This is an optimization exercise on Yosys and OpenROAD, whose aim is a short achievable clock period and few clock cycles per item, not a production implementation.
Only simulation tests tie the RTL to the original design; equivalence was not proved.
Power and IR drop assume default switching activity.

===== config.mk =====
export PLATFORM = sky130hd
export DESIGN_NAME = chk_unit
export DESIGN_NICKNAME = chk_unit
export VERILOG_FILES = /design/flow/design.v
export SDC_FILE = /design/flow/constraint.sdc
export NUM_CORES = 4
export LEC_CHECK = 0
export CAP_MARGIN = 40
export CORE_MARGIN = 2
export CORE_UTILIZATION = 30
export SLEW_MARGIN = 30

===== constraint.sdc =====
create_clock -name core_clock -period 28.0 [get_ports {clk}]
set_input_delay 5.6000 -clock core_clock [delete_from_list [all_inputs] [get_ports {clk}]]
set_output_delay 5.6000 -clock core_clock [all_outputs]
set_load 0.01 [all_outputs]

===== design.v =====
module chk_unit (
    input  wire        clk,
    input  wire        rst,
    input  wire        req_valid,
    input  wire        req_write,
    input  wire [8:0]  req_addr,
    input  wire [31:0] req_wdata,
    output wire        req_ready,
    output reg         resp_valid,
    output reg  [1:0]  resp_status,
    output reg  [31:0] resp_rdata
);
    localparam [8:0] A_STATUS = 9'h00C, A_EVENT  = 9'h010,
                     A_CFG    = 9'h100,
                     A_POLY_L = 9'h104, A_POLY_H = 9'h108,
                     A_INIT_L = 9'h10C, A_INIT_H = 9'h110,
                     A_XOR_L  = 9'h114, A_XOR_H  = 9'h118,
                     A_FOLD_L = 9'h11C, A_FOLD_H = 9'h120,
                     A_CMD    = 9'h124, A_DATA   = 9'h128,
                     A_RES_L  = 9'h12C, A_RES_H  = 9'h130,
                     A_LEN    = 9'h134, A_STREAM = 9'h138,
                     A_PASS   = 9'h13C, A_FAIL   = 9'h140,
                     A_BYT_L  = 9'h144, A_BYT_H  = 9'h148;
    localparam [1:0] ST_OK = 2'd0, ST_INVALID = 2'd1, ST_DENIED = 2'd2;
    localparam [2:0] CWAIT = 3'd5;
    reg  [6:0]  cfg_width;
    reg         cfg_refin, cfg_refout, cfg_chk_lsb, cfg_fold64;
    reg  [1:0]  cfg_fold, cfg_mode;
    reg  [63:0] poly, init, xorout, fold;
    reg  [31:0] stg_poly, stg_init, stg_xor, stg_fold;
    reg         stg_poly_v, stg_init_v, stg_xor_v, stg_fold_v;
    reg  [31:0] lat_poly, lat_init, lat_xor, lat_fold, lat_res, lat_byt;
    reg         lat_poly_v, lat_init_v, lat_xor_v, lat_fold_v, lat_res_v, lat_byt_v;
    reg         busy, result_valid, pass;
    reg  [1:0]  event_bits;
    reg  [63:0] result;
    reg  [63:0] rraw;          
    reg         rpend;         
    reg  [31:0] pass_inc, fail_inc;    
    reg  [63:0] bsum_q;        
    reg  [31:0] len_res;
    reg  [31:0] pass_cnt, fail_cnt;
    reg  [63:0] bytes_cnt;
    reg  [2:0]  cwait;
    reg  [6:0]  shamt;         
    reg  [63:0] pa;            
    reg  [63:0] ia;            
    reg  [63:0] wmask;         
    reg  [3:0]  nb;            
    reg  [1:0]  hold_n;        
    reg  [2047:0] gm;          
    reg         rdy;           
    reg         rst_q;         
    reg         pre;           
    reg         fin;           
    reg         f1done;        
    reg         do_pre;        
    reg         do_f1;         
    reg         do_f2;         
    reg  [4:0]  msel;          
    reg  [4:0]  msel2;         
    reg         two;           
    reg         sec;           
    reg  [10:0] fcode;         
    reg  [7:0]  ptherm;        
    reg         fadd;          
    reg         sel_ia, sel_hp, sel_fold;    
    reg         cpend;         
    reg         vq;
    reg  [2:0]  fin_k;         
    reg  [31:0] din;           
    reg         din_v;
    reg  [31:0] q0, q1, q2;    
    reg  [1:0]  qn;
    reg  [1:0]  nws;           
    reg  [31:0] lenw;          
    reg         dnew;          
    reg  [63:0] crc;
    reg  [31:0] n_q;           
    reg         short_q;       
    reg         hiok_q;        
    reg  [63:0] exp_q;         
    function [7:0] rev8(input [7:0] b);
        integer i;
        begin
            for (i = 0; i < 8; i = i + 1) rev8[i] = b[7 - i];
        end
    endfunction
    function [63:0] rev64(input [63:0] v);
        integer i;
        begin
            for (i = 0; i < 64; i = i + 1) rev64[i] = v[63 - i];
        end
    endfunction
    function [63:0] rev64_bytes(input [63:0] v);
        integer i;
        begin
            for (i = 0; i < 8; i = i + 1) rev64_bytes[8 * i +: 8] = v[8 * (7 - i) +: 8];
        end
    endfunction
    function [63:0] refl_bytes(input [63:0] v);
        integer i;
        begin
            for (i = 0; i < 8; i = i + 1) refl_bytes[8 * i +: 8] = rev8(v[8 * i +: 8]);
        end
    endfunction
    function [63:0] gsum(input [31:0] h, input [2047:0] g);
        integer i;
        begin
            gsum = 64'd0;
            for (i = 0; i < 32; i = i + 1)
                if (h[i]) gsum = gsum ^ g[64 * i +: 64];
        end
    endfunction
    function [63:0] mulx1(input [63:0] v, input [63:0] p);
        begin
            mulx1 = v[63] ? ((v << 1) ^ p) : (v << 1);
        end
    endfunction
    function [10:0] mcode(input [3:0] m);
        begin
            if (m > 4'd4)
                mcode = {1'b1, 5'd1 << (m - 4'd4), 5'b10000};
            else
                mcode = {1'b0, 5'd1, 5'd1 << m};
        end
    endfunction
    assign req_ready = rdy;
    wire        acc  = req_valid && rdy;
    wire        wr   = acc && req_write;
    wire        rd   = acc && !req_write;
    wire [8:0]  addr = {req_addr[8:2], 2'b00};
    wire [31:0] wd   = req_wdata;
    wire [31:0] cfg_word = {1'b0, cfg_width, 3'b000, cfg_refin, cfg_refout, cfg_chk_lsb,
                            cfg_fold, cfg_fold64, 13'd0, cfg_mode};
    wire        cfg_ok   = (wd[30:24] >= 7'd8) && (wd[30:24] <= 7'd64) && (wd[17:16] != 2'd3);
    wire [63:0] poly_new = {wd, stg_poly_v ? stg_poly : poly[31:0]};
    wire [63:0] hmask    = ~64'd0 << cfg_width;      
    wire        poly_ok  = poly_new[0] && ((poly_new & hmask) == 64'd0);
    wire        pass_eff  = cpend ? vq : pass;
    wire [1:0]  event_eff = event_bits | {1'b0, cpend && !vq};
    wire [31:0] pass_eff_cnt = (cpend && vq) ? pass_inc : pass_cnt;
    wire [31:0] fail_eff_cnt = (cpend && !vq) ? fail_inc : fail_cnt;
    wire [31:0] status_word = {28'd0, 1'b0, pass_eff, result_valid, busy};
    wire [63:0] res_x  = ((cfg_refout ? rev64(rraw) : (rraw >> shamt)) ^ xorout) & wmask;
    wire [63:0] res_rd = rpend ? res_x : result;
    reg  [31:0] rdata;
    always @(*) begin
        case (addr)
            A_STATUS: rdata = status_word;
            A_EVENT:  rdata = {30'd0, event_eff};
            A_CFG:    rdata = cfg_word;
            A_POLY_L: rdata = poly[31:0];
            A_POLY_H: rdata = lat_poly_v ? lat_poly : poly[63:32];
            A_INIT_L: rdata = init[31:0];
            A_INIT_H: rdata = lat_init_v ? lat_init : init[63:32];
            A_XOR_L:  rdata = xorout[31:0];
            A_XOR_H:  rdata = lat_xor_v ? lat_xor : xorout[63:32];
            A_FOLD_L: rdata = fold[31:0];
            A_FOLD_H: rdata = lat_fold_v ? lat_fold : fold[63:32];
            A_RES_L:  rdata = res_rd[31:0];
            A_RES_H:  rdata = lat_res_v ? lat_res : res_rd[63:32];
            A_LEN:    rdata = len_res;
            A_PASS:   rdata = pass_eff_cnt;
            A_FAIL:   rdata = fail_eff_cnt;
            A_BYT_L:  rdata = bytes_cnt[31:0];
            A_BYT_H:  rdata = lat_byt_v ? lat_byt : bytes_cnt[63:32];
            default:  rdata = 32'd0;
        endcase
    end
    reg [1:0] wstatus;
    always @(*) begin
        wstatus = ST_OK;
        case (addr)
            A_CFG:    if (busy || !cfg_ok) wstatus = ST_INVALID;
            A_POLY_L, A_INIT_L, A_XOR_L, A_FOLD_L,
            A_INIT_H, A_XOR_H, A_FOLD_H:
                      if (busy) wstatus = ST_INVALID;
            A_POLY_H: if (busy || !poly_ok) wstatus = ST_INVALID;
            A_STREAM: wstatus = ST_DENIED;
            default:  ;
        endcase
    end
    wire start_acc  = wr && (addr == A_CMD) && wd[31];
    wire finish_acc = wr && (addr == A_CMD) && wd[30] && (busy || wd[31]);
    wire data_acc   = wr && (addr == A_DATA) && busy;
    wire set_acc    = wr && !busy && ((addr == A_CFG && cfg_ok) || addr == A_POLY_H ||
                                      addr == A_INIT_H);
    wire        chkmode = cfg_mode[1];
    wire [3:0]  flen    = cfg_fold64 ? 4'd8 : 4'd4;
    wire [63:0] fold_sh = cfg_fold64 ? fold : {fold[31:0], 32'd0};
    wire [63:0] fold_al = cfg_refin ? refl_bytes(fold_sh) : fold_sh;
    wire        cvalid  = (cwait == 3'd0);
    wire        hold_full = (qn == hold_n);
    wire        push      = din_v && (!hold_full || !pre);
    wire        absorb    = din_v && hold_full && !pre;
    wire [63:0] q0_rf     = refl_bytes({32'd0, q0});
    wire [31:0] q0_in     = cfg_refin ? q0_rf[31:0] : q0;
    wire [63:0] s_t       = crc ^ {q0_in, 32'd0};
    wire [63:0] s_next    = {s_t[31:0], 32'd0} ^ gsum(s_t[63:32], gm);
    wire [95:0] held   = {q0, q1, q2};
    wire [3:0]  j_b    = (nws == 2'd0) ? 4'd0 : {qn - 2'd1, 2'b00} + {1'b0, fin_k};
    wire        is_short = chkmode && ((nws == 2'd0) ||
                                       (nws == 2'd1 && {1'b0, fin_k} <= nb) ||
                                       (nws == 2'd2 && ({1'b0, fin_k} + 4'd4) <= nb));
    wire [63:0] pmask  = {{8{ptherm[7]}}, {8{ptherm[6]}}, {8{ptherm[5]}}, {8{ptherm[4]}},
                          {8{ptherm[3]}}, {8{ptherm[2]}}, {8{ptherm[1]}}, {8{ptherm[0]}}};
    wire [63:0] hp_raw = held[95:32] & pmask;
    wire [63:0] hp     = cfg_refin ? refl_bytes(hp_raw) : hp_raw;
    wire [31:0] n_b    = (nws == 2'd0) ? 32'd0 : lenw - 32'd4 + {29'd0, fin_k};
    wire [95:0] chk_sh = held >> (8 * (4'd12 - j_b));
    wire [63:0] nbmask = ~64'd0 >> (8 * (4'd8 - nb));
    wire [63:0] chk_be = chk_sh[63:0] & nbmask;
    wire [63:0] chk_v  = cfg_chk_lsb ? (rev64_bytes(chk_be) >> (8 * (4'd8 - nb))) : chk_be;
    wire [63:0] chk_x  = (chk_v ^ xorout) & wmask;
    wire [63:0] exp_b  = cfg_refout ? rev64(chk_x) : (chk_x << shamt);
    wire        hiok_b = ((chk_v & ~wmask) == 64'd0);
    wire [1:0]  qn_n    = qn + {1'b0, push && !absorb};
    wire [1:0]  nws_n   = (dnew && nws != 2'd3) ? nws + 2'd1 : nws;
    reg  [43:0] cand_oh;       
    reg  [31:0] cand_th;       
    integer     ck;
    reg  [3:0]  kv, cj, cp;
    reg         cs;
    always @(*) begin
        for (ck = 0; ck < 4; ck = ck + 1) begin
            kv = ck + 1;
            cj = (nws_n == 2'd0) ? 4'd0 : {qn_n - 2'd1, 2'b00} + kv;
            cs = (nws_n == 2'd0) || (nws_n == 2'd1 && kv <= nb) ||
                 (nws_n == 2'd2 && kv + 4'd4 <= nb);
            cp = (chkmode && !cs) ? cj - nb : cj;
            cand_oh[11 * ck +: 11] = mcode(cp);
            cand_th[8 * ck +: 8] = ~(8'hFF >> cp);
        end
    end
    wire [1:0]  k_ix = wd[1:0] - 2'd1;
    wire [63:0] t_in = (sel_ia ? ia : crc) ^ (sel_hp ? hp : 64'd0) ^
                       (sel_fold ? fold_al : 64'd0);
    reg  [31:0] t_hi;
    reg  [63:0] t_lo;
    integer     tm;
    always @(*) begin
        t_hi = 32'd0;
        t_lo = msel[0] ? t_in : 64'd0;
        for (tm = 1; tm <= 4; tm = tm + 1)
            if (msel[tm]) begin
                t_hi = t_hi | (t_in >> (64 - 8 * tm));
                t_lo = t_lo | (t_in << (8 * tm));
            end
    end
    wire [63:0] t_next = t_lo ^ gsum(t_hi, gm);
    wire        t_last = !two;
    wire        nosuf   = (cfg_fold != 2'd2);
    wire        commit  = t_last && (do_f2 || (do_f1 && nosuf));
    wire [63:0] c_exp   = do_f2 ? exp_q : exp_b;
    wire        c_short = do_f2 ? short_q : is_short;
    wire        c_hiok  = do_f2 ? hiok_q : hiok_b;
    wire [31:0] c_n     = do_f2 ? n_q : n_b;
    wire [63:0] c_bsum  = do_f2 ? bsum_q : bytes_cnt + {32'd0, n_b};
    wire [63:0] t_diff  = t_lo ^ c_exp ^ gsum(t_hi, gm);
    wire        verdict = !c_short && c_hiok && (t_diff == 64'd0);
    reg  [2047:0] g_n;
    integer       gi;
    always @(*) begin
        g_n[63:0] = pa;
        for (gi = 1; gi < 32; gi = gi + 1)
            g_n[64 * gi +: 64] = mulx1((gi % 8 == 0) ? gm[64 * (gi - 1) +: 64]
                                                     : g_n[64 * (gi - 1) +: 64], pa);
    end
    wire [6:0]  sh_n   = 7'd64 - cfg_width;
    wire [6:0]  wp7    = cfg_width + 7'd7;
    wire [3:0]  nb_n   = wp7[6:3];
    reg        fin_n, pre_n, f1done_n, din_v_n;
    reg [2:0]  cwait_n;
    always @(*) begin
        fin_n    = (fin && !commit) || finish_acc;
        pre_n    = (pre && !(do_pre && t_last)) || start_acc;
        f1done_n = (f1done || (do_f1 && t_last)) && !commit;
        din_v_n  = data_acc || (din_v && !push && !start_acc);
        cwait_n  = set_acc ? CWAIT : (cwait != 3'd0 ? cwait - 3'd1 : 3'd0);
    end
    wire sec_n  = (do_pre || do_f1 || do_f2) && !t_last && !start_acc;
    wire fadd_n = start_acc ? (cfg_fold == 2'd1) :
                  ((do_f1 && t_last) ? (cfg_fold == 2'd2) : fadd);
    wire dpre_n = pre_n && (cwait_n == 3'd0);
    wire df1_n  = fin_n && !f1done_n && !pre_n && !din_v_n;
    always @(posedge clk) begin
        rst_q <= rst;
        rdy   <= !rst && !rst_q && !fin_n && !(pre_n && cwait_n != 3'd0);
    end
    always @(posedge clk) begin
        shamt  <= sh_n;
        pa     <= poly << sh_n;
        ia     <= init << sh_n;
        wmask  <= ~64'd0 >> sh_n;
        nb     <= nb_n;
        hold_n <= !cfg_mode[1] || nb_n <= 4'd1 ? 2'd1 : (nb_n <= 4'd5 ? 2'd2 : 2'd3);
        gm     <= g_n;
        if (!din_v || push) din <= wd;
        if (push) begin
            if (absorb) begin
                case (hold_n)
                    2'd1: q0 <= din;
                    2'd2: begin q0 <= q1; q1 <= din; end
                    default: begin q0 <= q1; q1 <= q2; q2 <= din; end
                endcase
            end else begin
                case (qn)
                    2'd0: q0 <= din;
                    2'd1: q1 <= din;
                    default: q2 <= din;
                endcase
            end
        end
        if (absorb)
            crc <= s_next;
        else if (do_pre || do_f1 || (do_f2 && !t_last))
            crc <= t_next;
        if (do_f1) begin
            n_q     <= n_b;
            short_q <= is_short;
            hiok_q  <= hiok_b;
            exp_q   <= exp_b;
            bsum_q  <= bytes_cnt + {32'd0, n_b};
        end
        pass_inc <= pass_cnt + 32'd1;
        fail_inc <= fail_cnt + 32'd1;
        if (commit)
            rraw <= t_next;
        if (rst_q) begin
            cfg_width    <= 7'd32;
            cfg_refin    <= 1'b1;
            cfg_refout   <= 1'b1;
            cfg_chk_lsb  <= 1'b0;
            cfg_fold     <= 2'd0;
            cfg_fold64   <= 1'b0;
            cfg_mode     <= 2'd0;
            poly         <= 64'h0000_0000_1EDC_6F41;
            init         <= 64'h0000_0000_FFFF_FFFF;
            xorout       <= 64'h0000_0000_FFFF_FFFF;
            fold         <= 64'd0;
            stg_poly     <= 32'd0;
            stg_init     <= 32'd0;
            stg_xor      <= 32'd0;
            stg_fold     <= 32'd0;
            stg_poly_v   <= 1'b0;
            stg_init_v   <= 1'b0;
            stg_xor_v    <= 1'b0;
            stg_fold_v   <= 1'b0;
            lat_poly     <= 32'd0;
            lat_init     <= 32'd0;
            lat_xor      <= 32'd0;
            lat_fold     <= 32'd0;
            lat_res      <= 32'd0;
            lat_byt      <= 32'd0;
            lat_poly_v   <= 1'b0;
            lat_init_v   <= 1'b0;
            lat_xor_v    <= 1'b0;
            lat_fold_v   <= 1'b0;
            lat_res_v    <= 1'b0;
            lat_byt_v    <= 1'b0;
            busy         <= 1'b0;
            result_valid <= 1'b0;
            pass         <= 1'b0;
            event_bits   <= 2'd0;
            result       <= 64'd0;
            rraw         <= 64'd0;
            rpend        <= 1'b0;
            len_res      <= 32'd0;
            pass_cnt     <= 32'd0;
            fail_cnt     <= 32'd0;
            bytes_cnt    <= 64'd0;
            cwait        <= CWAIT;
            pre          <= 1'b0;
            fin          <= 1'b0;
            f1done       <= 1'b0;
            do_pre       <= 1'b0;
            do_f1        <= 1'b0;
            do_f2        <= 1'b0;
            msel         <= 5'd1;
            msel2        <= 5'd1;
            two          <= 1'b0;
            sec          <= 1'b0;
            ptherm       <= 8'd0;
            fcode        <= 11'd0;
            fadd         <= 1'b0;
            sel_ia       <= 1'b0;
            sel_hp       <= 1'b0;
            sel_fold     <= 1'b0;
            cpend        <= 1'b0;
            vq           <= 1'b0;
            fin_k        <= 3'd4;
            din_v        <= 1'b0;
            qn           <= 2'd0;
            nws          <= 2'd0;
            lenw         <= 32'd0;
            dnew         <= 1'b0;
            resp_valid   <= 1'b0;
            resp_status  <= 2'd0;
            resp_rdata   <= 32'd0;
        end else begin
            resp_valid  <= acc;
            resp_status <= req_write ? wstatus : ST_OK;
            resp_rdata  <= rdata;
            cwait  <= cwait_n;
            fin    <= fin_n;
            pre    <= pre_n;
            f1done <= f1done_n;
            din_v  <= din_v_n;
            do_pre <= dpre_n;
            do_f1  <= df1_n;
            do_f2  <= fin_n && f1done_n;
            sel_ia   <= dpre_n && !sec_n;
            sel_hp   <= df1_n && !sec_n;
            sel_fold <= !sec_n && !df1_n && fadd_n;
            sec <= sec_n;
            if (finish_acc) begin
                fcode  <= wd[31] ? mcode(4'd0) : cand_oh[11 * k_ix +: 11];
                ptherm <= wd[31] ? 8'd0 : cand_th[8 * k_ix +: 8];
            end
            if (start_acc) begin
                {two, msel2, msel} <= mcode((cfg_fold == 2'd1) ? flen : 4'd0);
                fadd   <= (cfg_fold == 2'd1);
            end else if ((do_pre || do_f1 || do_f2) && !t_last) begin
                msel   <= msel2;
                two    <= 1'b0;
            end else if (finish_acc) begin
                {two, msel2, msel} <= cand_oh[11 * k_ix +: 11];
            end else if (do_pre) begin
                {two, msel2, msel} <= fcode;
            end else if (do_f1) begin
                {two, msel2, msel} <= mcode((cfg_fold == 2'd2) ? flen : 4'd0);
                fadd   <= (cfg_fold == 2'd2);
            end
            if (rd) begin
                case (addr)
                    A_POLY_L: begin lat_poly <= poly[63:32];      lat_poly_v <= 1'b1; end
                    A_INIT_L: begin lat_init <= init[63:32];      lat_init_v <= 1'b1; end
                    A_XOR_L:  begin lat_xor  <= xorout[63:32];    lat_xor_v  <= 1'b1; end
                    A_FOLD_L: begin lat_fold <= fold[63:32];      lat_fold_v <= 1'b1; end
                    A_RES_L:  begin lat_res  <= res_rd[63:32];    lat_res_v  <= 1'b1; end
                    A_BYT_L:  begin lat_byt  <= bytes_cnt[63:32]; lat_byt_v  <= 1'b1; end
                    A_POLY_H: lat_poly_v <= 1'b0;
                    A_INIT_H: lat_init_v <= 1'b0;
                    A_XOR_H:  lat_xor_v  <= 1'b0;
                    A_FOLD_H: lat_fold_v <= 1'b0;
                    A_RES_H:  lat_res_v  <= 1'b0;
                    A_BYT_H:  lat_byt_v  <= 1'b0;
                    default: ;
                endcase
            end
            if (push && !absorb)
                qn <= qn + 2'd1;
            dnew <= data_acc;
            if (dnew) begin
                lenw <= lenw + 32'd4;
                nws  <= nws_n;
            end
            if (rpend) begin
                result <= res_x;
                rpend  <= 1'b0;
            end
            if (cpend) begin
                cpend <= 1'b0;
                pass  <= vq;
                if (vq)
                    pass_cnt <= pass_inc;
                else begin
                    fail_cnt      <= fail_inc;
                    event_bits[0] <= 1'b1;
                end
            end
            if (commit) begin
                rpend        <= 1'b1;
                len_res      <= c_n;
                bytes_cnt    <= c_bsum;
                result_valid <= 1'b1;
                busy         <= 1'b0;
                if (chkmode) begin
                    cpend <= 1'b1;
                    vq    <= verdict;
                    if (c_short)
                        event_bits[1] <= 1'b1;
                end
            end
            if (wr) begin
                case (addr)
                    A_EVENT: event_bits <= event_eff & ~wd[1:0];
                    A_CFG: if (!busy && cfg_ok) begin
                        cfg_width   <= wd[30:24];
                        cfg_refin   <= wd[20];
                        cfg_refout  <= wd[19];
                        cfg_chk_lsb <= wd[18];
                        cfg_fold    <= wd[17:16];
                        cfg_fold64  <= wd[15];
                        cfg_mode    <= wd[1:0];
                    end
                    A_POLY_L: if (!busy) begin stg_poly <= wd; stg_poly_v <= 1'b1; end
                    A_INIT_L: if (!busy) begin stg_init <= wd; stg_init_v <= 1'b1; end
                    A_XOR_L:  if (!busy) begin stg_xor  <= wd; stg_xor_v  <= 1'b1; end
                    A_FOLD_L: if (!busy) begin stg_fold <= wd; stg_fold_v <= 1'b1; end
                    A_POLY_H: if (!busy) begin
                        stg_poly_v <= 1'b0;
                        if (poly_ok) poly <= poly_new;
                    end
                    A_INIT_H: if (!busy) begin
                        stg_init_v <= 1'b0;
                        init <= {wd, stg_init_v ? stg_init : init[31:0]};
                    end
                    A_XOR_H: if (!busy) begin
                        stg_xor_v <= 1'b0;
                        xorout <= {wd, stg_xor_v ? stg_xor : xorout[31:0]};
                    end
                    A_FOLD_H: if (!busy) begin
                        stg_fold_v <= 1'b0;
                        fold <= {wd, stg_fold_v ? stg_fold : fold[31:0]};
                    end
                    A_DATA: begin
                        if (!busy) begin
                            event_bits[1] <= 1'b1;
                        end else begin
                        end
                    end
                    A_CMD: begin
                        if (wd[31]) begin
                            busy         <= 1'b1;
                            result_valid <= 1'b0;
                            qn           <= 2'd0;
                            nws          <= 2'd0;
                            lenw         <= 32'd0;
                            dnew         <= 1'b0;
                        end
                        if (wd[30]) begin
                            if (!busy && !wd[31]) begin
                                event_bits[1] <= 1'b1;
                            end else begin
                                fin_k <= (wd[1:0] == 2'd0) ? 3'd4 : {1'b0, wd[1:0]};
                            end
                        end
                    end
                    default: ;
                endcase
            end
        end
    end
endmodule

===== run.sh =====
#!/bin/bash
# synth_recipe.tcl (not shown) runs the flow's synth.tcl, then flattens the netlist and writes it again
# the make line also repeats each setting of config.mk as NAME=value (left out here)
make -C /OpenROAD-flow-scripts/flow DESIGN_CONFIG=/design/flow/config.mk WORK_HOME=/design/flow/orfs CLKGATE_MAP_FILE= SYNTH_SCRIPT=/design/flow/synth_recipe.tcl finish

==> results of run 1 <==
-- routing by layer --
metal | routed length [um] | share of wire (%) | up-vias | GRT usage (%)
li1 | - | - | 89757 | -
met1 | 535000 | 38 | 105774 | 44.1
met4 | 139000 | 9.9 | 70 | 29.1
met3 | 158000 | 11 | 4222 | 9.30
met5 | 465 | 0.033 | - | 0
met2 | 573000 | 41 | 15524 | 50.9
-- registers in the layout, indices dropped and copies added, names as in the netlist, 64 cells and up --
register,flops
gm,2048
bsum_q,64
bytes_cnt,64
crc,64
exp_q,64
fold,64
ia,64
init,64
pa,64
poly,64
result,64
rraw,64
wmask,64
xorout,64
-- power by group through the flow --
| stage | sequential (mW) | clock, mW | combinational (mW) |
|---|---|---|---|
| after floorplan | 6.19 | 0 | 3.44 |
| after global placement | 6.35 | 0 | 5.98 |
| after detailed placement | 6.35 | 0 | 6.06 |
| after CTS | 6.24 | 6.09 | 6.07 |
| after global routing | 6.29 | 6.29 | 6.28 |
| final | 6.26 | 6.10 | 6.33 |
-- tightest hold or removal path, delay by kind of cell, from the launching register on --
kind             cells  cell delay (ns)
AND/OR/NAND/NOR      1             0.05
flip-flops           1             0.31
AO/OA/AOI/OAI        1             0.05
-- stage by stage --
step / hold slack [ns] / utilization, %
2_1_floorplan: 0.329 / -
4_1_cts: 0.399 / 34.3
6_report: 0.402 / 34.5
5_1_grt: 0.426 / 34.4
3_5_place_dp: 0.428 / 32.3
3_3_place_gp: 0.418 / 32.1
-- cell type report --
class / instances / share of cell area [%]
flip-flops and latches: 3686 / 30.1
multi-input cells: 21696 / 55.0
clock inverters: 199 / 0.949
repair buffers: 1138 / 3.92
well taps: 9889 / 4.81
diodes: 165 / 0.161
clock buffers: 597 / 4.83
inverters: 178 / 0.264
-- worst max-delay path by stage --
stage / from / endpoint / slack (ns) / cells past startpoint
after floorplan: req_wdata[19] / poly[33] / 19.62 / 11
after global placement: req_addr[7] / resp_rdata[4] / 17.08 / 12
after detailed placement: nws[0] / vq / 17.20 / 25
after CTS: nws[0] / vq / 17.13 / 25
after global routing: nws[0] / vq / 16.74 / 26
final: nws[0] / vq / 16.85 / 26
-- placed cells by master, fill, tap and decap left out, drive strengths merged, types with 57 or more instances in the layout --
cell type      synthesis  layout
a21o                  67      67
buf                  534    1053
a31oi                141     141
nor2                1363    1363
mux2i                819     819
mux4                 178     178
a21boi                85      85
dfxtp               3332    3332
a221oi                84      84
a211o                101     101
o21ai                516     516
o22ai                207     207
o211ai                85      85
ha                   134     134
or3                   64      64
inv                  172     190
mux2                 188     188
clkbuf              1287     616
and3                 199     199
edfxtp               354     354
xnor2               5052    5052
a21oi                997     997
and2                 105     105
nor2b                138     138
nand3                270     270
xor2                1112    1112
nand2b                69      69
a22oi                136     136
diode                  0     165
nand4                 57      57
a211oi               255     255
clkdlybuf4s50          0      63
nand2               7974    7974
nor3                 217     217
clkinv                 6     136
xnor3                155     155
-- cell families (layout without fill, tap and decap cells) --
| family | Yosys count | in the layout |
|---|---|---|
| fa+ha+maj | 137 | 137 |
| mux | 1185 | 1185 |
| other cells | 1 | 166 |
| flops | 3686 | 3686 |
| simple gates | 10686 | 10686 |
| compound gates | 3364 | 3364 |
| xor+xnor | 6323 | 6323 |
| buf+inv | 1999 | 2112 |
==> flow_metrics.tcl, run 1 <==
set metrics [dict create \
    hpwl_um 1010000 \
    synth.area.mux_share_pct 6.37 \
    p_seq_share_pct 33.5 \
    area_growth_pct 14.4 \
    worstPathMaxFanout 63 \
    synthTopCellsByArea "dfxtp_1 (30%), xnor2_1 (20%), nand2_1 (13%), edfxtp_1 (4.7%), xor2_1 (4.3%)" \
    combPwrFrac_pct 33.9 \
    synthMostInstantiatedCell "nand2_1" \
    synthesis.area_mm2 0.225 \
    die_h_um 870 \
    worst_pin_slew_ns 1.21 \
    pwr_density_cell_mw_per_mm2 72.7 \
    setup_tns_ns 0 \
    ir_drop_mv 0.357 \
    initialDrtViolationCount 34595 \
    multi_input_area_mm2 0.141 \
    grt_pass1_wl_um 1840000 \
    synth_seq_cells 3686 \
    synth_edf_count 354 \
    place_congestion 1.05 \
    holdPathStages 2 \
    post_cts_buffers 0 \
    min_to "fold[6]" \
    cts_resized 0 \
    final_cell_count_no_fill 37548 \
    yosysSeqAreaShare_pct 34.4 \
    final_max_slew_viol_count 0 \
    critPathTopFamily "compound AO/OA/AOI/OAI gates" \
    port_buffers 78 \
    post_synth.cell_area_avg_um2 8.21 \
    drv_cap 0 \
    crit_path_start_kind "flip-flop" \
    num-fill-cells 77760 \
    dpl.cell_count 36515 \
    rsz0062_at_grt "false" \
    die_area_mm2 0.756 \
    synthXorXnorAreaFrac_pct 25.6 \
    synth_cells 27381 \
    regToRegSetupSlack_ns 16.85 \
    drt_first_pass_iters 10 \
    synth_top_area_cell "dfxtp_1" \
    synth_fa_ha_area_share_pct 0.773 \
    yosys.area_share.simple_pct 19.2 \
    crit_buf_inv 5 \
    grt_usage_pct 35.3 \
    finalHoldViolations 0 \
    die_w_um 870 \
    coreArea_mm2 0.746 \
    cp.required_ns 28.98 \
    ios 81 \
    clk_path_buf_depth 4 \
    yosys.area.top_type_share_pct 29.7 \
    slowest_delay_ns 0.93 \
    start_util_pct 30.1 \
    critical_path.endpoint_type "flip-flop" \
    insertion_delay_ns 1.18 \
    overflow 0 \
    finalWorstSetupSlack_ns 16.85 \
    finalClockSkew_ns 0.170 \
    switchingPower_mw 7.33 \
    nets 27313 \
    place_area_mm2 0.241 \
    rr_endpoint "vq" \
    r2r_cells 26 \
    hp-class "flip-flop to flip-flop" \
    cts-buffers-inserted 431 \
    wl_um 1410000 \
    rows 317 \
    criticalPathCategory "flip-flop to flip-flop" \
    critical_path_arrival_ns 12.13 \
    clk_root_buffer_cell "clkbuf_16" \
    synth_top_flop_cell "dfxtp_1" \
    hold_buffers 0 \
    internal_power_mw 11.4 \
    power_leakage_nw 88.7 \
    fmaxAchievable_mhz 89.7 \
    syn_nets 27563 \
    yosys-top-cells-count "nand2_1 (7972), xnor2_1 (5045), dfxtp_1 (3332)" \
    hp-start "stg_fold[6]" \
    seqCellArea_mm2 0.0774 \
    drc 0 \
    layout_min_cycle_time_ns 11.15 \
    ys_types 127 \
    status "complete, no violations" \
    htreeDepth 5 \
    slew_headroom_pct 19.1 \
    fin_crit_sh_pct 39.8 \
    cts_tree "built" \
    r2r_start "nws[0]" \
    async_reset_ff_share_pct 0 \
    setup_viol 0 \
    yosysWarnings 1 \
    p_clk_share_pct 32.6 \
    avgRoutedWirePerCell_um 37.4 \
    antenna_found_initial 191 \
    grt_max_degree 173 \
    cp_slowest_cell "a222oi_1" \
    finalPower_mw 18.7 \
    dr_total_vias 215347 \
    grt_pass1_vias 198301 \
    drtAntennaViolNets 0 \
    place_ws_ns 17.20 \
    drive_above_1_share_pct 9.38 \
    synth_top_family_by_area "XOR/XNOR gates" \
    via_per_inst 5.74 \
    final_cell_area_mm2 0.257 \
    path_clk_slew_ns 0.07 \
    swShare_pct 39.2 \
    cts.sinks 3686 \
    synth_compound_area_share_pct 9.97 \
]
Testbench counts, summed over its fixed seeds: cycles 8,400, bytes 20,988.
==> inputs of run 2 (changes only) <==
--- a/design.v
+++ b/design.v
@@ -250,13 +250,12 @@
     end
     wire [63:0] t_next = t_lo ^ gsum(t_hi, gm);
     wire        t_last = !two;
-    wire        nosuf   = (cfg_fold != 2'd2);
-    wire        commit  = t_last && (do_f2 || (do_f1 && nosuf));
-    wire [63:0] c_exp   = do_f2 ? exp_q : exp_b;
-    wire        c_short = do_f2 ? short_q : is_short;
-    wire        c_hiok  = do_f2 ? hiok_q : hiok_b;
-    wire [31:0] c_n     = do_f2 ? n_q : n_b;
-    wire [63:0] c_bsum  = do_f2 ? bsum_q : bytes_cnt + {32'd0, n_b};
+    wire        commit  = t_last && do_f2;
+    wire [63:0] c_exp   = exp_q;
+    wire        c_short = short_q;
+    wire        c_hiok  = hiok_q;
+    wire [31:0] c_n     = n_q;
+    wire [63:0] c_bsum  = bsum_q;
     wire [63:0] t_diff  = t_lo ^ c_exp ^ gsum(t_hi, gm);
     wire        verdict = !c_short && c_hiok && (t_diff == 64'd0);
     reg  [2047:0] g_n;
--- a/config.mk
+++ b/config.mk
@@ -7,5 +7,5 @@
 export LEC_CHECK = 0
 export CAP_MARGIN = 40
 export CORE_MARGIN = 2
-export CORE_UTILIZATION = 30
+export CORE_UTILIZATION = 35
 export SLEW_MARGIN = 30
==> flow_metrics.tcl, run 2 <==
set metrics [dict create \
    final_cell_area_mm2 0.248 \
    fmaxAchievable_mhz 108 \
    synthXorXnorAreaFrac_pct 26.6 \
    yosysSeqAreaShare_pct 35.3 \
    drv_cap 0 \
    finalPower_mw 18.5 \
    synthesis.area_mm2 0.219 \
    grt_pass1_wl_um 1670000 \
    slew_headroom_pct 23.3 \
    hold_buffers 0 \
    area_growth_pct 13.2 \
    drt_first_pass_iters 10 \
    endpoint "resp_rdata[30]" \
    largest-register "gm" \
    cp-startpoint "req_addr[2]" \
    final_max_slew_viol_count 0 \
    cts_resized 0 \
    critical_path_arrival_ns 10.18 \
    yosysWarnings 1 \
    yosys.area.top_type_share_pct 30.4 \
    r2r_cells 20 \
    synth_top_family_by_area "XOR/XNOR gates" \
    cts-buffers-inserted 419 \
    largest_register_ffs 2048 \
    power_leakage_nw 87.1 \
    criticalPathCategory "input port to flip-flop" \
    r2r_start "cfg_fold64" \
    synth_cells 26323 \
    critical_path.endpoint_type "flip-flop" \
    hpwl_um 890000 \
    cp.required_ns 28.93 \
    hp-class "flip-flop to flip-flop" \
    synth_seq_cells 3686 \
    antenna_found_initial 131 \
    post_cts_buffers 0 \
    grt_usage_pct 38.3 \
    yosys.area_share.simple_pct 18.8 \
    worstPathMaxFanout 27 \
    synthTopCellsByArea "dfxtp_1 (30%), xnor2_1 (20%), nand2_1 (14%), edfxtp_1 (4.9%), xor2_1 (4.6%)" \
    layout_common_cells "nand2_1 (7970), xnor2_1 (4811), dfxtp_1 (3300)" \
    setup_viol 0 \
    synth_top_area_cell "dfxtp_1" \
    coreArea_mm2 0.624 \
    ys_types 110 \
    path_clk_slew_ns 0.07 \
    synth.area.mux_share_pct 6.59 \
    worst_pin_slew_ns 1.15 \
    fin_crit_sh_pct 33.0 \
    synth_top_flop_cell "dfxtp_1" \
    place_congestion 1.08 \
    hp-start "stg_fold[18]" \
    synth_compound_area_share_pct 8.48 \
    finalClockSkew_ns 0.164 \
    cts_tree "built" \
    rsz0062_at_grt "false" \
    die_area_mm2 0.632 \
    synth_edf_count 354 \
    wl_um 1270000 \
    yosys-top-cells-count "nand2_1 (7981), xnor2_1 (4882), dfxtp_1 (3332)" \
    htreeDepth 5 \
    synthMostInstantiatedCell "nand2_1" \
    overflow 0 \
    synth_fa_ha_area_share_pct 0.797 \
    grt_max_degree 103 \
    drtAntennaViolNets 0 \
    finalHoldViolations 0 \
    layout_min_cycle_time_ns 9.25 \
    dr_total_vias 205203 \
    clk_path_buf_depth 4 \
    port_buffers 78 \
    die_w_um 795 \
    async_reset_ff_share_pct 0 \
    rows 290 \
    clk_root_buffer_cell "clkbuf_16" \
    start_util_pct 35.1 \
    syn_nets 26505 \
    nets 26173 \
    grt_pass1_vias 188706 \
    regToRegSetupSlack_ns 18.85 \
    initialDrtViolationCount 33030 \
    avgRoutedWirePerCell_um 36.4 \
    cts.sinks 3686 \
    ir_drop_mv 0.217 \
    crit_path_start_kind "input port" \
    rr_endpoint "vq" \
    status "complete, no violations" \
    die_h_um 795 \
    via_per_inst 5.90 \
    ios 81 \
    insertion_delay_ns 1.18 \
    place_area_mm2 0.232 \
    final_common_cell "nand2_1" \
    setup_tns_ns 0 \
    pwr_density_cell_mw_per_mm2 74.4 \
    drc 0 \
    post_synth.cell_area_avg_um2 8.33 \
    drive_above_1_share_pct 8.75 \
]
## run 2: cell count changes after synthesis, sizes merged, moves of 56 or more
cell / before / now
buf: 534 / 593
o22ai: 207 / 151
clkbuf: 1287 / 1131
mux2i: 819 / 711
mux4: 178 / 252
nor2: 1363 / 1206
xnor2: 5052 / 4884
xnor3: 155 / 223
## run 2: worst min-delay path by stage
stage	slack, ns	endpoint	cells after the start
after global routing	0.45	fold[18]	2
after global placement	0.42	pass_inc[0]	1
after floorplan	0.33	gm[60]	0
final	0.42	fold[18]	2
after CTS	0.42	fold[18]	2
after detailed placement	0.43	fail_inc[0]	1
## run 2: cells by family after synthesis
| kind of cell | count (synthesis) |
|---|---|
| AOI/OAI and AO/OA | 2914 |
| xor gates and xnor gates | 6268 |
| adders and majority gates | 138 |
| buffers and inverters | 1901 |
| DFF | 3686 |
| muxes | 1109 |
| other | 1 |
| and+or+nand+nor | 10306 |
## run 2: power by group
| group | total (mW) | switching (mW) | internal (mW) |
|---|---|---|---|
| logic | 6.17 | 4.15 | 2.02 |
| registers | 6.25 | 0.340 | 5.91 |
| clock network | 6.03 | 2.60 | 3.44 |
## run 2: critical path, cell delays in order
cell	delay [ns]
clkdlybuf4s50_1	0.85
nand2b_1	0.41
nor2_1	0.21
nand2_1	0.33
buf_4	0.48
o22ai_1	0.29
a2111oi_0	0.62
nand4_1	0.70
a211oi_1	0.56
nor2_1	0.08
## run 2: final cells by class
type / instances / area, um2
tap: 8322 / 10400
timing repair buffer: 971 / 8760
sequential: 3686 / 77400
multi-input combinational: 20736 / 136000
inverter: 177 / 671
clock buffer: 579 / 12000
clock inverter: 204 / 2720
fill: 62986 / 376000
antenna: 125 / 313
## run 2: stage by stage
step | setup WS, ns | cells | utilization, % | hold slack [ns]
5_1_grt | 18.72 | 34700 | 39.7 | 0.446
4_1_cts | 18.91 | 34631 | 39.6 | 0.422
6_report | 18.75 | 34800 | 39.8 | 0.421
3_3_place_gp | 17.57 | 33740 | 37.0 | 0.421
2_1_floorplan | 19.65 | 26323 | - | 0.329
3_5_place_dp | 17.87 | 33848 | 37.3 | 0.432
## run 2: routing by layer
metal,share of wire [%],wire [um],GRT usage (%)
met4,11,142000,35.2
met1,36,457000,46.5
met2,41,515000,54.9
met5,0.034,427,0
met3,12,153000,10.5
Testbench counts of run 2, summed over its fixed seeds: cycles 8,509, bytes 20,988.
==> inputs of run 3 (changes only) <==
--- a/design.v
+++ b/design.v
@@ -63,6 +63,7 @@
     reg         sec;           
     reg  [10:0] fcode;         
     reg  [7:0]  ptherm;        
+    reg  [12:0] jsel;          
     reg         fadd;          
     reg         sel_ia, sel_hp, sel_fold;    
     reg         cpend;         
@@ -199,7 +200,6 @@
     wire [63:0] s_t       = crc ^ {q0_in, 32'd0};
     wire [63:0] s_next    = {s_t[31:0], 32'd0} ^ gsum(s_t[63:32], gm);
     wire [95:0] held   = {q0, q1, q2};
-    wire [3:0]  j_b    = (nws == 2'd0) ? 4'd0 : {qn - 2'd1, 2'b00} + {1'b0, fin_k};
     wire        is_short = chkmode && ((nws == 2'd0) ||
                                        (nws == 2'd1 && {1'b0, fin_k} <= nb) ||
                                        (nws == 2'd2 && ({1'b0, fin_k} + 4'd4) <= nb));
@@ -208,7 +208,13 @@
     wire [63:0] hp_raw = held[95:32] & pmask;
     wire [63:0] hp     = cfg_refin ? refl_bytes(hp_raw) : hp_raw;
     wire [31:0] n_b    = (nws == 2'd0) ? 32'd0 : lenw - 32'd4 + {29'd0, fin_k};
-    wire [95:0] chk_sh = held >> (8 * (4'd12 - j_b));
+    reg  [95:0] chk_sh;
+    integer     jx;
+    always @(*) begin
+        chk_sh = 96'd0;
+        for (jx = 1; jx <= 12; jx = jx + 1)
+            if (jsel[jx]) chk_sh = chk_sh | (held >> (8 * (12 - jx)));
+    end
     wire [63:0] nbmask = ~64'd0 >> (8 * (4'd8 - nb));
     wire [63:0] chk_be = chk_sh[63:0] & nbmask;
     wire [63:0] chk_v  = cfg_chk_lsb ? (rev64_bytes(chk_be) >> (8 * (4'd8 - nb))) : chk_be;
@@ -219,6 +225,7 @@
     wire [1:0]  nws_n   = (dnew && nws != 2'd3) ? nws + 2'd1 : nws;
     reg  [43:0] cand_oh;       
     reg  [31:0] cand_th;       
+    reg  [51:0] cand_j;        
     integer     ck;
     reg  [3:0]  kv, cj, cp;
     reg         cs;
@@ -231,6 +238,7 @@
             cp = (chkmode && !cs) ? cj - nb : cj;
             cand_oh[11 * ck +: 11] = mcode(cp);
             cand_th[8 * ck +: 8] = ~(8'hFF >> cp);
+            cand_j[13 * ck +: 13] = 13'd1 << cj;
         end
     end
     wire [1:0]  k_ix = wd[1:0] - 2'd1;
@@ -381,6 +389,7 @@
             two          <= 1'b0;
             sec          <= 1'b0;
             ptherm       <= 8'd0;
+            jsel         <= 13'd1;
             fcode        <= 11'd0;
             fadd         <= 1'b0;
             sel_ia       <= 1'b0;
@@ -416,6 +425,7 @@
             if (finish_acc) begin
                 fcode  <= wd[31] ? mcode(4'd0) : cand_oh[11 * k_ix +: 11];
                 ptherm <= wd[31] ? 8'd0 : cand_th[8 * k_ix +: 8];
+                jsel   <= wd[31] ? 13'd1 : cand_j[13 * k_ix +: 13];
             end
             if (start_acc) begin
                 {two, msel2, msel} <= mcode((cfg_fold == 2'd1) ? flen : 4'd0);
--- a/config.mk
+++ b/config.mk
@@ -7,5 +7,5 @@
 export LEC_CHECK = 0
 export CAP_MARGIN = 40
 export CORE_MARGIN = 2
-export CORE_UTILIZATION = 35
+export CORE_UTILIZATION = 30
 export SLEW_MARGIN = 30
==> flow_metrics.tcl, run 3 <==
set metrics [dict create \
    port_buffers 78 \
    worstPathMaxFanout 36 \
    power_leakage_nw 84.3 \
    via_per_inst 5.65 \
    worst_pin_slew_ns 1.18 \
    antenna_found_initial 127 \
    die_h_um 855 \
    post_synth.cell_area_avg_um2 8.22 \
    layout_common_cells "nand2_1 (8011), xnor2_1 (4951), dfxtp_1 (3309)" \
    slew_headroom_pct 21.2 \
    place_congestion 1.03 \
    synth_top_flop_cell "dfxtp_1" \
    syn_nets 26620 \
    drive_above_1_share_pct 7.88 \
    final_common_cell "nand2_1" \
    grt_pass1_vias 185384 \
    fmaxAchievable_mhz 109 \
    htreeDepth 5 \
    ir_drop_mv 0.234 \
    status "complete, no violations" \
    hold_buffers 0 \
    grt_max_degree 185 \
    overflow 0 \
    cp.required_ns 29.02 \
    drv_cap 0 \
    grt_usage_pct 30.7 \
    dpl.cell_count 35075 \
    synth_seq_cells 3698 \
    avgRoutedWirePerCell_um 32.8 \
    cp_cell_sequence "clkdlybuf4s50_1 -> nor2b_1 -> nor2b_1 -> nand2_1 -> or4_2 -> buf_4 -> a221oi_1 -> a2bb2oi_1 -> o221ai_1 -> a21oi_1" \
    synthTopCellsByArea "dfxtp_1 (31%), xnor2_1 (20%), nand2_1 (14%), edfxtp_1 (4.9%), xor2_1 (4.4%)" \
    drt_first_pass_iters 10 \
    critPathMostFrequentCell "nor2b_1" \
    cts.sinks 3698 \
    final_cell_count_no_fill 35937 \
    yosysWarnings 1 \
    yosysSeqAreaShare_pct 35.7 \
    clk_root_buffer_cell "clkbuf_16" \
    insertion_delay_ns 1.12 \
    finalHoldViolations 0 \
    hpwl_um 829000 \
    rsz0062_at_grt "false" \
    async_reset_ff_share_pct 0 \
    largest_register_ffs 2048 \
    area_growth_pct 13.2 \
    nets 26121 \
    finalClockSkew_ns 0.131 \
    cp_slowest_cell "or4_2" \
    synth_top_area_cell "dfxtp_1" \
    die_w_um 855 \
    pwr_density_cell_mw_per_mm2 71.8 \
    final_max_slew_viol_count 0 \
    crit_path_start_kind "input port" \
    setup_viol 0 \
    critical_path_arrival_ns 10.21 \
    largest-register "gm" \
    critical_path.endpoint_type "flip-flop" \
    slowest_delay_ns 1.11 \
    fin_crit_sh_pct 32.8 \
    cts_tree "built" \
    setup_tns_ns 0 \
    criticalPathCategory "input port to flip-flop" \
    ys_types 94 \
    clk_path_buf_depth 4 \
    hp-class "flip-flop to flip-flop" \
    drc 0 \
    path_clk_slew_ns 0.06 \
    ios 81 \
    start_util_pct 30.1 \
    layout_min_cycle_time_ns 9.20 \
    yosys-top-cells-count "nand2_1 (8032), xnor2_1 (5022), dfxtp_1 (3344)" \
    yosys.area.top_type_share_pct 30.8 \
    synth_edf_count 354 \
    rows 312 \
    grt_pass1_wl_um 1570000 \
    drtAntennaViolNets 0 \
    synthesis.area_mm2 0.217 \
    synthMostInstantiatedCell "nand2_1" \
    wl_um 1180000 \
    dr_total_vias 202901 \
    die_area_mm2 0.731 \
    cts-buffers-inserted 408 \
    cts_resized 0 \
    initialDrtViolationCount 35286 \
    coreArea_mm2 0.722 \
    post_cts_buffers 0 \
    synth_cells 26440 \
]
==> run 3: worst max-delay path: cells and delay by family <==
kind            cells  cell delay [ns]
compound gates      4             1.20
buf+inv             2             0.85
simple gates        4             2.54
==> run 3: final timing paths <==
kind / start / to / slack [ns] / cells past startpoint
worst max-delay path: req_addr[8] / msel[3] / 18.80 / 10
worst min-delay path: stg_xor[9] / xorout[9] / 0.40 / 2
worst max register to register: cfg_refin / vq / 18.99 / 21
worst min register to register: stg_xor[9] / xorout[9] / 0.40 / 2
==> run 3: kinds of logic after synthesis <==
kind of cell               Yosys count  share of synthesized area (%)
other                                1                        0.00173
and+or+nand+nor                  10394                           19.0
AOI/OAI and AO/OA                 2971                           8.76
DFF                               3698                           35.7
muxes                             1002                           5.78
xor gates and xnor gates          6286                           26.4
adders and majority gates          136                          0.792
buffers and inverters             1952                           3.49
==> run 3: per-layer routing <==
metal	global-route usage, %	routed length (um)
met5	0	528
met4	23.3	112000
met3	9.23	164000
met2	42.8	462000
met1	39.4	439000
==> run 3: report_power, final <==
part,switching [mW],leakage (nW),internal (mW),total [mW]
clock,2.54,6.97,3.36,5.91
combinational,3.61,47.0,1.91,5.52
sequential,0.337,30.3,5.92,6.26
total,6.49,84.3,11.2,17.7
==> run 3: layout make-up <==
cell class | count | area, um2
clock buffers | 576 | 11900
repair buffers | 885 | 7870
diodes | 76 | 190
clock inverters | 177 | 2330
inverters | 158 | 604
well taps | 9577 | 12000
fillers | 74787 | 476000
multi-input cells | 20790 | 134000
flip-flops and latches | 3698 | 77700
==> run 3: stage by stage <==
| step | power (mW) | worst slack [ns] | utilization, % | hold WS, ns | area [um2] |
|---|---|---|---|---|---|
| global placement | 11.5 | 17.98 | 31.8 | 0.409 | 230000 |
| detailed placement | 11.6 | 17.94 | 32.0 | 0.415 | 231000 |
| CTS | 17.4 | 19.08 | 34.0 | 0.401 | 245000 |
| global route | 18.0 | 18.75 | 34.1 | 0.445 | 246000 |
| floorplan | 9.59 | 19.67 | - | 0.329 | 217000 |
| finish | 17.7 | 18.80 | 34.1 | 0.395 | 246000 |
Testbench counts of run 3, summed over its fixed seeds: cycles 8,509, bytes 20,988.

-- what the ideal ports hide --
How much do the figures lean on ideal ports? The routed layouts below were timed once more, with nothing changed but the port constraints.
Step 1 (the two cells are an assumption about what drives the block):
set clk [get_ports {clk}]
set_driving_cell -lib_cell sky130_fd_sc_hd__clkbuf_16 $clk
set_driving_cell -lib_cell sky130_fd_sc_hd__buf_2 [delete_from_list [all_inputs] $clk]
Step 2 also shifts input and output timing later by t, the mid clock arrival at the registers, as if the neighbouring blocks saw the same clock.
Slacks: ideal / step 1 / step 2; pairs: ideal / step 1.
| run | shift t [ns] | setup slack, ns | worst hold slack (ns) | pins driven straight from the clock port |
|---|---|---|---|---|
| run 1 | 1.226 | 16.850 / 16.850 / 16.758 | 0.402 / 0.402 / 0.402 | 1 |
| run 2 | 1.222 | 18.752 / 18.853 / 17.636 | 0.421 / 0.421 / 0.421 | 1 |
| run 3 | 1.194 | 18.803 / 18.829 / 17.634 | 0.395 / 0.395 / 0.395 | 1 |
After both steps every run listed still meets setup and hold. For run 3, which loses most, drivers alone change the setup slack by +0.026 ns; drivers and shift together by -1.169 ns.
